Context: an optimization exercise on an open-source flow, tuned for small area, a short achievable clock period and few clock cycles per item. The choices shown serve that exercise and are no tape-out recipe.
The RTL was checked by simulation tests, not by an equivalence proof against the original design.
Power is estimated from default activity; no workload was simulated.

==> flow/design.v <==
module z20_align_add (
    input  wire        clk,
    input  wire        rst,           
    input  wire        in_valid,
    input  wire        in_sub,        
    input  wire [47:0] in_x,          
    input  wire [15:0] in_ex,         
    input  wire [5:0]  in_wx,         
    input  wire [47:0] in_y,
    input  wire [15:0] in_ey,
    input  wire [5:0]  in_wy,
    output reg         out_valid,
    output reg  [47:0] out_z,         
    output reg  [15:0] out_ez,        
    output reg         out_sat        
);
    function [4:0] guard_of(input [5:0] w);
        guard_of = (w >= 6'd47) ? 5'd0 : (w <= 6'd31) ? 5'd16 : (5'd15 - w[4:0]);
    endfunction
    wire [4:0]  gx = guard_of(in_wx);
    wire [4:0]  gy = guard_of(in_wy);
    wire        swap1, dbig1;
    wire [8:0]  dxy9 = in_ex[8:0] - in_ey[8:0];
    wire        dneg = dxy9[8];
    z20_exp_cmp u_cmp (.ex(in_ex), .ey(in_ey), .lt(swap1), .big(dbig1));
    reg         r1_valid;
    reg  [47:0] r1_x, r1_y;
    reg         r1_sub;
    reg         r1_clamp;         
    reg  [15:0] r1_ex, r1_ey;
    reg  [4:0]  r1_g;             
    reg         r1_swap;          
    reg  [7:0]  r1_d;             
    reg         r1_dbig;          
    always @(posedge clk) begin
        if (rst) r1_valid <= 1'b0;
        else     r1_valid <= in_valid;
        r1_x    <= in_x;
        r1_y    <= in_y;
        r1_sub  <= in_sub;
        r1_clamp <= in_sub & in_y[47] & ~(|in_y[46:0]);
        r1_ex   <= in_ex;
        r1_ey   <= in_ey;
        r1_g    <= swap1 ? gy : gx;
        r1_swap <= swap1;
        r1_d    <= dneg ? in_ey[7:0] - in_ex[7:0] : in_ex[7:0] - in_ey[7:0];
        r1_dbig <= dbig1;
    end
    wire [47:0] yn;
    z20_neg u_neg (.y(r1_y), .sub(r1_sub), .clamp(r1_clamp), .yn(yn));
    wire        swap = r1_swap;
    wire [47:0] a    = swap ? yn : r1_x;                      
    wire [47:0] b    = swap ? r1_x : yn;
    wire [15:0] ea   = swap ? r1_ey : r1_ex;
    wire [4:0]  g    = r1_g;
    wire        dbig = r1_dbig;
    wire [7:0]  t    = r1_d - {3'd0, g};
    wire        tneg = t[7] & ~dbig;
    wire [4:0]  shl  = tneg ? {1'b0, r1_d[3:0]} : g;         
    wire [5:0]  s    = {((t[5] | t[6]) & ~t[7]) | dbig,
                        ((t[4] | t[6]) & ~t[7]) | dbig,
                        t[3:0] & {4{~t[7]}}};
    wire [48:0] a49;
    wire        abig;
    z20_lsh u_lsh (.a(a), .sh(shl), .z(a49), .big(abig));
    wire [47:0] q;
    wire        up;
    z20_rsh_rne u_rsh (.b(b), .s(s), .q(q), .up(up));
    reg         r2_valid;
    reg  [48:0] r2_a;
    reg         r2_abig;
    reg         r2_asgn;
    reg  [47:0] r2_q;
    reg         r2_up;
    reg  [15:0] r2_ea;
    reg  [4:0]  r2_shl;
    reg         r2_clamp;
    always @(posedge clk) begin
        if (rst) r2_valid <= 1'b0;
        else     r2_valid <= r1_valid;
        r2_a     <= a49;
        r2_abig  <= abig;
        r2_asgn  <= a[47];
        r2_q     <= q;
        r2_up    <= up;
        r2_ea    <= ea;
        r2_shl   <= shl;
        r2_clamp <= r1_clamp;
    end
    wire [47:0] z;
    wire        ovf;
    z20_sum_sat u_sum (.a(r2_a), .big(r2_abig), .asgn(r2_asgn), .q(r2_q), .cin(r2_up),
                       .z(z), .ovf(ovf));
    always @(posedge clk) begin
        if (rst) out_valid <= 1'b0;
        else     out_valid <= r2_valid;
        out_z   <= z;
        out_ez  <= r2_ea - {11'd0, r2_shl};
        out_sat <= ovf | r2_clamp;
    end
endmodule
module z20_exp_cmp (
    input  wire [15:0] ex,
    input  wire [15:0] ey,
    output wire        lt,
    output wire        big
);
    wire [15:0] ua = {~ex[15], ex[14:0]};
    wire [15:0] ub = {~ey[15], ey[14:0]};
    reg  [15:0] l, e;
    integer i, k;
    always @(*) begin
        l = ~ua & ub;
        e = ~(ua ^ ub);
        for (k = 1; k < 16; k = k * 2)
            for (i = 0; i < 16; i = i + 2*k) begin
                l[i] = l[i+k] | (e[i+k] & l[i]);
                e[i] = e[i+k] & e[i];
            end
    end
    assign lt = l[0];
    wire [9:0]  hx = ua[15:6];
    wire [9:0]  hy = ub[15:6];
    reg  [9:0]  px, py;
    always @(*) begin
        px[0] = 1'b1;
        py[0] = 1'b1;
        for (i = 1; i < 10; i = i + 1) begin
            px[i] = px[i-1] & hx[i-1];
            py[i] = py[i-1] & hy[i-1];
        end
    end
    wire        e0  = (hx == hy);
    wire        exy = ((hx ^ hy) == py) & ~(&hy);           
    wire        eyx = ((hx ^ hy) == px) & ~(&hx);           
    assign big = ~(e0 | exy | eyx);
endmodule
module z20_neg (
    input  wire [47:0] y,
    input  wire        sub,
    input  wire        clamp,
    output wire [47:0] yn
);
    reg  [47:0] nz;
    integer i;
    always @(*) begin
        nz[0] = 1'b0;
        for (i = 1; i < 48; i = i + 1) nz[i] = nz[i-1] | y[i-1];
    end
    assign yn = y ^ (({48{sub}} & nz) | {48{clamp}});
endmodule
module z20_lsh (
    input  wire [47:0] a,
    input  wire [4:0]  sh,
    output wire [48:0] z,
    output reg         big
);
    reg  [48:0] v;
    always @(*) begin
        v = {a[47], a};
        if (sh[0]) v = {v[47:0], 1'd0};
        if (sh[1]) v = {v[46:0], 2'd0};
        if (sh[2]) v = {v[44:0], 4'd0};
        if (sh[3]) v = {v[40:0], 8'd0};
        if (sh[4]) v = {a[32:0], 16'd0};
    end
    assign z = v;
    integer k;
    always @(*) begin
        big = 1'b0;
        for (k = 1; k < 16; k = k + 1)
            if (k < sh && (a[47] ^ a[47-k])) big = 1'b1;
    end
endmodule
module z20_rsh_rne (
    input  wire [47:0] b,
    input  wire [5:0]  s,
    output wire [47:0] q,
    output wire        up
);
    reg  [48:0] v;       
    reg         sticky;
    always @(*) begin
        v = {b, 1'b0};
        sticky = 1'b0;
        if (s[5]) begin sticky = sticky | (|v[31:0]); v = {{32{v[48]}}, v[48:32]}; end
        if (s[4]) begin sticky = sticky | (|v[15:0]); v = {{16{v[48]}}, v[48:16]}; end
        if (s[3]) begin sticky = sticky | (|v[7:0]);  v = {{8{v[48]}},  v[48:8]};  end
        if (s[2]) begin sticky = sticky | (|v[3:0]);  v = {{4{v[48]}},  v[48:4]};  end
        if (s[1]) begin sticky = sticky | (|v[1:0]);  v = {{2{v[48]}},  v[48:2]};  end
        if (s[0]) begin sticky = sticky | v[0];       v = {v[48], v[48:1]};        end
    end
    assign q  = v[48:1];
    assign up = v[0] & (sticky | v[1]);
endmodule
module z20_sum_sat (
    input  wire [48:0] a,
    input  wire        big,
    input  wire        asgn,
    input  wire [47:0] q,
    input  wire        cin,
    output wire [47:0] z,
    output wire        ovf
);
    localparam N = 50;
    wire [N-1:0] xa = {a[48], a};
    wire [N-1:0] xb = {{2{q[47]}}, q};
    wire [N-1:0] pp = xa ^ xb;
    reg  [N-1:0] gg, gp;
    reg  [N-1:0] c;          
    integer j, l;
    always @(*) begin
        gg = xa & xb;
        gp = pp;
        gg[0] = gg[0] | (pp[0] & cin);
        for (l = 1; l < 64; l = l * 2)
            for (j = N - 1; j >= 0; j = j - 1)
                if (j & l) begin
                    gg[j] = gg[j] | (gp[j] & gg[((j / l) * l) - 1]);
                    gp[j] = gp[j] & gp[((j / l) * l) - 1];
                end
        c = {gg[N-2:0], cin};
    end
    wire [N-1:0] sum = pp ^ c;
    wire         neg = big ? asgn : sum[49];
    assign ovf = big | (sum[49:47] != {3{sum[49]}});
    assign z   = ovf ? {neg, {47{~neg}}} : sum[47:0];
endmodule
clock: 17.0 ns
lec_check: 0
cap_margin: 20
core_margin: 2
core_utilization: 50
cts_buf_list: sky130_fd_sc_hd__clkbuf_8
slew_margin: 20
synth_hierarchical: 1
standard.sh (not shown) runs the stock make flow with config.mk's settings and CLKGATE_MAP_FILE= SYNTH_SCRIPT=/design/flow/synth_recipe.tcl, a recipe that flattens the netlist after the stock synthesis.
==> flow/flow/run.sh <==
#!/bin/bash
# Standard ORFS layout (the standard.sh, unchanged synthesis), with:
#  - port buffers of sky130_fd_sc_hd__buf_1 instead of the default choice
#  - timing repair aiming for 12 ns of setup slack at the design's period
#  - clock tree: clkbuf_8 buffers, larger sink clusters, no dummy loads
set -euo pipefail
bash standard.sh SETUP_SLACK_MARGIN=12 \
  "BUFFER_PORTS_ARGS=-buffer_cell sky130_fd_sc_hd__buf_1" \
  "CTS_ARGS=-sink_clustering_enable -repair_clock_nets -buf_list sky130_fd_sc_hd__clkbuf_8 -sink_clustering_size 16 -sink_clustering_max_diameter 60 -dont_use_dummy_load" \
  finish > make_finish.log 2>&1
Testbench counts at the start, summed over its fixed seeds: cycles 3,224, items 3,200.
Change:
--- a/flow/design.v
+++ b/flow/design.v
@@ -21,6 +21,4 @@
     wire [4:0]  gy = guard_of(in_wy);
     wire        swap1, dbig1;
-    wire [8:0]  dxy9 = in_ex[8:0] - in_ey[8:0];
-    wire        dneg = dxy9[8];
     z20_exp_cmp u_cmp (.ex(in_ex), .ey(in_ey), .lt(swap1), .big(dbig1));
     reg         r1_valid;
@@ -29,7 +27,7 @@
     reg         r1_clamp;         
     reg  [15:0] r1_ex, r1_ey;
-    reg  [4:0]  r1_g;             
+    reg  [4:0]  r1_gx, r1_gy;
     reg         r1_swap;          
-    reg  [7:0]  r1_d;             
+    reg  [7:0]  r1_dxy, r1_dyx;   
     reg         r1_dbig;          
     always @(posedge clk) begin
@@ -42,7 +40,9 @@
         r1_ex   <= in_ex;
         r1_ey   <= in_ey;
-        r1_g    <= swap1 ? gy : gx;
+        r1_gx   <= gx;
+        r1_gy   <= gy;
         r1_swap <= swap1;
-        r1_d    <= dneg ? in_ey[7:0] - in_ex[7:0] : in_ex[7:0] - in_ey[7:0];
+        r1_dxy  <= in_ex[7:0] - in_ey[7:0];
+        r1_dyx  <= in_ey[7:0] - in_ex[7:0];
         r1_dbig <= dbig1;
     end
@@ -53,9 +53,10 @@
     wire [47:0] b    = swap ? r1_x : yn;
     wire [15:0] ea   = swap ? r1_ey : r1_ex;
-    wire [4:0]  g    = r1_g;
+    wire [4:0]  g    = swap ? r1_gy : r1_gx;
     wire        dbig = r1_dbig;
-    wire [7:0]  t    = r1_d - {3'd0, g};
+    wire [7:0]  d    = swap ? r1_dyx : r1_dxy;
+    wire [7:0]  t    = d - {3'd0, g};
     wire        tneg = t[7] & ~dbig;
-    wire [4:0]  shl  = tneg ? {1'b0, r1_d[3:0]} : g;         
+    wire [4:0]  shl  = tneg ? {1'b0, d[3:0]} : g;            
     wire [5:0]  s    = {((t[5] | t[6]) & ~t[7]) | dbig,
                         ((t[4] | t[6]) & ~t[7]) | dbig,
=> Utilization stays flat. Non-clock buffer count came out higher by 7. Sequential power went up by about 5%. Power grows by 0.98%. Final cell count went up by 2.5%. Hold slack degrades by 0.011 ns. Clock skew drops by 0.016 ns. Register-to-register slack degrades by 0.09 ns.
Testbench counts after the change, summed over its fixed seeds: cycles 3,224, items 3,200.

[static timing again, ports no longer ideal]
The flow's constraints put no driver on any port. The routed layouts listed below were extracted and timed again, unchanged, in two steps. Step 1: set_driving_cell puts a clkbuf_16 on clk and a buf_2 on each other input, an assumption about the parent block. Step 2 times the ports against the registers' clock, not the clock port: input delays grow and output delays shrink by t, the midpoint of the rising clock arrivals with the driver on. a / b / c = ideal ports / drivers / drivers and shift; a / b = the first two.
run	t (ns)	setup slack, ns	worst setup path after step 2
the first run	0.674	12.088 / 12.119 / 11.445	input to register
the second run	0.637	12.210 / 12.210 / 11.610	input to register
After both steps every run listed still meets setup and hold. For the first run, which loses most, drivers alone change the setup slack by +0.031 ns; drivers and shift together by -0.643 ns.
